Context: an optimization exercise on an open-source flow, tuned for small area, a short achievable clock period and few clock cycles per item. The choices shown serve that exercise and are no tape-out recipe. The RTL was checked by simulation tests, not by an equivalence proof against the original design.

Setup of build 14:
Design chestnut_cordic, start of the top module:
module chestnut_cordic (
    input  wire        clk,
    input  wire        rst,
    input  wire        in_valid,
    output wire        in_ready,
    input  wire [23:0] in_re,
    input  wire [23:0] in_im,
    input  wire [3:0]  in_ash,
    output reg         out_valid,
    output reg  [23:0] out_phase,
    output reg  [15:0] out_amp,
    output reg         out_sat
);
Settings: LEC_CHECK=0, ABC_AREA=1, CAP_MARGIN=20, CORE_MARGIN=2, CORE_UTILIZATION=65, CTS_CLUSTER_DIAMETER=80, CTS_CLUSTER_SIZE=30, PLACE_DENSITY=0.75, SLEW_MARGIN=20; clock period 12.0 ns.
standard.sh (not shown) runs the stock make flow with config.mk's settings and CLKGATE_MAP_FILE= SYNTH_SCRIPT=/design/flow/synth_recipe.tcl, a recipe that flattens the netlist after the stock synthesis.
==> flow/flow/run.sh <==
#!/bin/bash
set -euo pipefail
MARGIN=8.4
SETUP_SLACK_MARGIN=$MARGIN bash standard.sh SETUP_SLACK_MARGIN=$MARGIN finish > standard_flow.log 2>&1
Testbench counts of build 14, summed over its fixed seeds: cycles 12,200, items 12,000.
Here is what was changed in the inputs of build 90 compared with build 14.
Settings: CTS_CLUSTER_DIAMETER no longer set, was 80; ABC_AREA no longer set, was 1; CTS_CLUSTER_SIZE no longer set, was 30.
==> flow/flow/run.sh <==
#!/bin/bash
set -euo pipefail
MARGIN=8.0
SETUP_SLACK_MARGIN=$MARGIN bash standard.sh SETUP_SLACK_MARGIN=$MARGIN finish > standard_flow.log 2>&1
### Flow results
- Re sequential cell count: no difference whatsoever between build 90 and build 14.
- Build 90 vs. build 14: data-path buffer share of cell area in the final layout increased by 0.82 points relative to the old numbers; worst reg-to-reg setup slack decreased by 0.68 ns relative to the old numbers.
- Of build 14 and build 90, the higher number of clock buffer instances in the layout belongs to build 90.
- On total global routing track utilization: between build 14 and build 90, it ends up lower for build 90.
- Compared with build 14, cell area after layout in build 90 increased slightly.
- Build 90 drops fewer vias than build 14.
[inputs] build 7 vs build 90
==> flow/flow/run.sh <==
#!/bin/bash
set -euo pipefail
MARGIN=8.0
SETUP_SLACK_MARGIN=$MARGIN MATCH_CELL_FOOTPRINT=0 bash standard.sh SETUP_SLACK_MARGIN=$MARGIN MATCH_CELL_FOOTPRINT=0 finish > standard_flow.log 2>&1
==> run summary <==
Global-route usage in build 7 is 0.26 points above build 90. Against build 90 as the reference, build 7 delivers a higher violation count after the first detailed-routing iteration. Between build 90 and build 7, the final cell count figures differ only marginally. Re number of cells produced by synthesis: no difference whatsoever between build 90 and build 7. Compared with build 90, build 7 has less setup slack. Build 90 was smaller in final cell area than build 7. Higher global-route wire length before repair was reported by build 7, not build 90. Total iterations of the first detailed-routing run: build 7 higher than build 90.

Starting RTL as in the previous note.
export LEC_CHECK = 0
export ABC_AREA = 1
export CAP_MARGIN = 20
export CORE_MARGIN = 2
export CORE_UTILIZATION = 65
export PLACE_DENSITY = 0.75
export SLEW_MARGIN = 20
create_clock -name core_clock -period 12.0 [get_ports {clk}]
==> flow/flow/run.sh <==
#!/bin/bash
set -euo pipefail
MARGIN=8.4
SETUP_SLACK_MARGIN=$MARGIN MATCH_CELL_FOOTPRINT=0 bash standard.sh SETUP_SLACK_MARGIN=$MARGIN MATCH_CELL_FOOTPRINT=0 finish > standard_flow.log 2>&1
The starting point went through all stages and came out clean.
Testbench counts at the start, summed over its fixed seeds: cycles 12,200, items 12,000.
Change:
==> flow/flow/run.sh (replaced) <==
#!/bin/bash
set -euo pipefail
MARGIN=8.3
SETUP_SLACK_MARGIN=$MARGIN MATCH_CELL_FOOTPRINT=0 bash standard.sh SETUP_SLACK_MARGIN=$MARGIN MATCH_CELL_FOOTPRINT=0 finish > standard_flow.log 2>&1
Settings changed: CTS_CLUSTER_DIAMETER set to 80, CTS_CLUSTER_SIZE set to 30.
Cell area falls by 3.7%.
Wire length decreases by 2.7%.
Non-clock buffer count shrinks by 6.
Change:
==> flow/flow/run.sh (replaced) <==
#!/bin/bash
set -euo pipefail
MARGIN=8.0
SETUP_SLACK_MARGIN=$MARGIN MATCH_CELL_FOOTPRINT=0 bash standard.sh SETUP_SLACK_MARGIN=$MARGIN MATCH_CELL_FOOTPRINT=0 finish > standard_flow.log 2>&1
Settings changed: ABC_AREA 1 to unset.
Result: The new run passed the timing, design-rule and antenna checks; wire length is lower by roughly a tenth; area after synthesis goes down by a few percent; global-route usage goes down by 2.0 points; design area shrinks slightly; critical path depth rises by 17; die area is lower by a few percent; maximum frequency goes down by about a fifth.
Change:
==> flow/flow/run.sh (replaced) <==
#!/bin/bash
set -euo pipefail
MARGIN=8.4
SETUP_SLACK_MARGIN=$MARGIN MATCH_CELL_FOOTPRINT=0 bash standard.sh SETUP_SLACK_MARGIN=$MARGIN MATCH_CELL_FOOTPRINT=0 finish > standard_flow.log 2>&1
Settings changed: ABC_AREA set to 1.
=>
- clock skew increases by 9.1 ps
- critical path depth decreases by 17
Change:
==> flow/flow/run.sh (replaced) <==
#!/bin/bash
set -euo pipefail
MARGIN=8.8
SETUP_SLACK_MARGIN=$MARGIN MATCH_CELL_FOOTPRINT=0 bash standard.sh SETUP_SLACK_MARGIN=$MARGIN MATCH_CELL_FOOTPRINT=0 finish > standard_flow.log 2>&1
Result:
- final cell count is higher by 2.4%
- setup slack loses 120 ps
- area after synthesis is unchanged
- synthesized cell count does not change
- global-route usage is higher by 1.1 points
- maximum frequency is lower by 3.2%
- die area is unchanged
Change:
==> flow/flow/run.sh (replaced) <==
#!/bin/bash
set -euo pipefail
MARGIN=8.6
SETUP_SLACK_MARGIN=$MARGIN MATCH_CELL_FOOTPRINT=0 bash standard.sh SETUP_SLACK_MARGIN=$MARGIN MATCH_CELL_FOOTPRINT=0 finish > standard_flow.log 2>&1
The new run completed without violations.
Synthesized cell count does not change.
Design area is lower by 2.6%.
Setup slack gets better by 100 ps.
Flip-flop and latch count is unchanged.
Worst hold slack gets better by 6.1 ps.
Synthesized area stays the same.
Wire length is lower by 2.8%.
Utilization is lower by 1.9 points.
Count of clock-buffer cells in the layout is lower by 6.

chestnut_cordic again, from the RTL that the note above started with.
export LEC_CHECK = 0
export ABC_AREA = 1
export CAP_MARGIN = 20
export CORE_MARGIN = 2
export CORE_UTILIZATION = 75
export CTS_CLUSTER_DIAMETER = 80
export CTS_CLUSTER_SIZE = 30
export PLACE_DENSITY = 0.85
export SLEW_MARGIN = 20
create_clock -name core_clock -period 12.0 [get_ports {clk}]
==> flow/flow/run.sh <==
#!/bin/bash
set -euo pipefail
MARGIN=8.4
SETUP_SLACK_MARGIN=$MARGIN MATCH_CELL_FOOTPRINT=0 bash standard.sh SETUP_SLACK_MARGIN=$MARGIN MATCH_CELL_FOOTPRINT=0 finish > standard_flow.log 2>&1
Testbench counts at the start, summed over its fixed seeds: cycles 12,200, items 12,000.
Then changed:
==> flow/flow/run.sh (replaced) <==
#!/bin/bash
set -euo pipefail
MARGIN=9.2
SETUP_SLACK_MARGIN=$MARGIN MATCH_CELL_FOOTPRINT=0 bash standard.sh SETUP_SLACK_MARGIN=$MARGIN MATCH_CELL_FOOTPRINT=0 finish > standard_flow.log 2>&1
Settings changed: CORE_UTILIZATION 75 to 65, PLACE_DENSITY 0.85 to 0.75.
Outcome: The changed run finished but failed the layout checks on capacitance limit, slew limit. Maximum frequency went up by 3.0%. Design area went up by 13%. Worst setup slack improved by 0.11 ns. First-iteration DRC count increases by 6.4%.

Setup of rev 12:
Starting RTL as in the previous note.
## chestnut_cordic
module chestnut_cordic (
    input  wire        clk,
    input  wire        rst,
    input  wire        in_valid,
    output wire        in_ready,
    input  wire [23:0] in_re,
    input  wire [23:0] in_im,
    input  wire [3:0]  in_ash,
    output reg         out_valid,
    output reg  [23:0] out_phase,
    output reg  [15:0] out_amp,
    output reg         out_sat
);
    assign in_ready = 1'b1;
    reg        v_in;
    reg [23:0] ar_in, ai_in;
    reg        sr_in, sg_in, si_in;
    reg [3:0]  ash_in;
    wire       in_sr = in_re[23], in_si = in_im[23];
    always @(posedge clk) begin
        v_in   <= in_valid & ~rst;
        ar_in  <= in_re ^ {24{in_sr}};                      
        ai_in  <= in_im ^ {24{in_si}};                      
        si_in  <= in_si;
        sr_in  <= in_sr;                                    
        sg_in  <= ~(in_sr ^ in_si) | (in_im == 24'd0);      
        ash_in <= in_ash;
    end
    wire [24:0] x1q;
    wire [24:0] y1q;
    wire [1:0] cx1 = {sr_in & si_in, sr_in ^ si_in};
    wire [1:0] cy1 = sg_in ? 2'd1 + si_in - sr_in : 2'd1 + sr_in - si_in;
    assign x1q = {1'b0, ar_in} + {1'b0, ai_in} + cx1;
    assign y1q = ({1'b0, ai_in} ^ {25{~sg_in}}) + ({1'b0, ar_in} ^ {25{sg_in}}) + cy1;
    wire [27:0] s0_i0_x = {x1q, 3'b000};
    wire [27:0] s0_i0_y = {y1q[24:0], 3'b000};
    reg        q0_v;
    reg [3:0]  q0_ash;
    reg [1:0] q0_b;
    reg [27:0] q0_x;
    reg [27:0] q0_y;
    always @(posedge clk) begin
        q0_v   <= v_in & ~rst;
        q0_ash <= ash_in;
        q0_b   <= {sg_in, sr_in};
        q0_x   <= s0_i0_x;
        q0_y   <= s0_i0_y;
    end
    wire s1_i1_d = ~q0_y[27];
    wire s1_i1_ry = q0_y[0] & (q0_y[1]);
    wire [27:0] s1_i1_xn;
    sk_add #(.W(28)) u_add1 (.a(q0_x), .b({2'd0, q0_y[26:1] ^ {26{q0_y[27]}}}), .cin(s1_i1_ry ^ q0_y[27]), .s(s1_i1_xn));
    wire s1_i1_rx = q0_x[0] & (q0_x[1]);
    wire [27:0] s1_i1_yn;
  ...
export LEC_CHECK = 0
export CAP_MARGIN = 20
export CORE_MARGIN = 2
export CORE_UTILIZATION = 65
export CTS_BUF_LIST = sky130_fd_sc_hd__clkbuf_4 sky130_fd_sc_hd__clkbuf_8
export PLACE_DENSITY = 0.75
export SLEW_MARGIN = 20
create_clock -name core_clock -period 12.0 [get_ports {clk}]
==> flow/flow/run.sh <==
#!/bin/bash
set -euo pipefail
MARGIN=8.0
SETUP_SLACK_MARGIN=$MARGIN bash standard.sh SETUP_SLACK_MARGIN=$MARGIN finish > standard_flow.log 2>&1
Testbench counts of rev 12, summed over its fixed seeds: cycles 12,200, items 12,000.
Modified inputs, rev 13 compared to rev 12
- an added CTS_CLUSTER_SIZE of 30
- an added CTS_CLUSTER_DIAMETER of 80
- a deleted CTS_BUF_LIST that had been sky130_fd_sc_hd__clkbuf_4 sky130_fd_sc_hd__clkbuf_8
- an added ABC_AREA of 1
==> flow/flow/run.sh <==
#!/bin/bash
set -euo pipefail
MARGIN=8.0
SETUP_SLACK_MARGIN=$MARGIN MATCH_CELL_FOOTPRINT=0 bash standard.sh SETUP_SLACK_MARGIN=$MARGIN MATCH_CELL_FOOTPRINT=0 finish > standard_flow.log 2>&1
==> comparison <==
Rev 13 vs. rev 12: average routed wire per standard cell dropped about 4.3%, synthesized cell count went up by 1532.
Rev 13: post-placement cell count 1649 above rev 12
Rev 12 → rev 13: area growth from synthesis to layout went down; sequential cell area share higher; count of different cell masters after synthesis down about 32%.
Detailed-route wire length sits higher in rev 13 than in rev 12.
In the reports for rev 12 and rev 13, the smaller share of the final layout cell area in multi-input gates belongs to rev 12.
On total CTS buffers: between rev 12 and rev 13, it ends up lower for rev 13.

-- port drivers added, routing unchanged --
The flow's constraints put no driver on any port. The routed layouts listed below were extracted and timed again, unchanged, in two steps.
Step 1 (the two cells are an assumption about what drives the block):
set clk [get_ports {clk}]
set_driving_cell -lib_cell sky130_fd_sc_hd__clkbuf_16 $clk
set_driving_cell -lib_cell sky130_fd_sc_hd__buf_2 [delete_from_list [all_inputs] $clk]
Step 2 adds t to the input delays and takes it off the output delays; t is the mean of the earliest and latest rising clock arrival at the registers after step 1. Input paths then give back, and output paths get back, about the clock's delay inside the block.
Slacks: ideal ports / drivers / drivers and shift; pairs: ideal ports / drivers.
| run | shift t [ns] | setup slack, ns | clock arrival spread, ns | cell pins on the clock port's net |
|---|---|---|---|---|
| build 14 | 0.758 | 8.370 / 8.370 / 8.111 | 0.046 / 0.047 | 1 |
| build 90 | 0.839 | 7.690 / 7.690 / 7.690 | 0.032 / 0.032 | 1 |
| build 7 | 0.841 | 7.598 / 7.598 / 7.598 | 0.034 / 0.034 | 1 |
| the first run of note 2 | 0.852 | 8.366 / 8.306 / 8.094 | 0.028 / 0.028 | 1 |
| the second run of note 2 | 0.767 | 8.411 / 8.335 / 8.151 | 0.041 / 0.040 | 1 |
| the third run of note 2 | 0.760 | 7.561 / 7.561 / 7.561 | 0.044 / 0.043 | 1 |
| the fourth run of note 2 | 0.766 | 8.440 / 8.367 / 8.146 | 0.050 / 0.050 | 1 |
| the fifth run of note 2 | 0.770 | 8.321 / 8.321 / 8.213 | 0.047 / 0.047 | 1 |
| the sixth run of note 2 | 0.776 | 8.422 / 8.343 / 8.202 | 0.045 / 0.045 | 1 |
| the first run of note 3 | 0.746 | 8.185 / 8.185 / 8.182 | 0.044 / 0.044 | 1 |
| the second run of note 3 | 0.784 | 8.295 / 8.295 / 8.295 | 0.051 / 0.051 | 1 |
| rev 12 | 0.999 | 7.645 / 7.645 / 7.645 | 0.064 / 0.064 | 1 |
| rev 13 | 0.758 | 8.060 / 7.990 / 8.094 | 0.033 / 0.033 | 1 |
The setup slack of the fourth run of note 2, which loses most, moves by -0.073 ns with the drivers and by -0.294 ns with both steps.
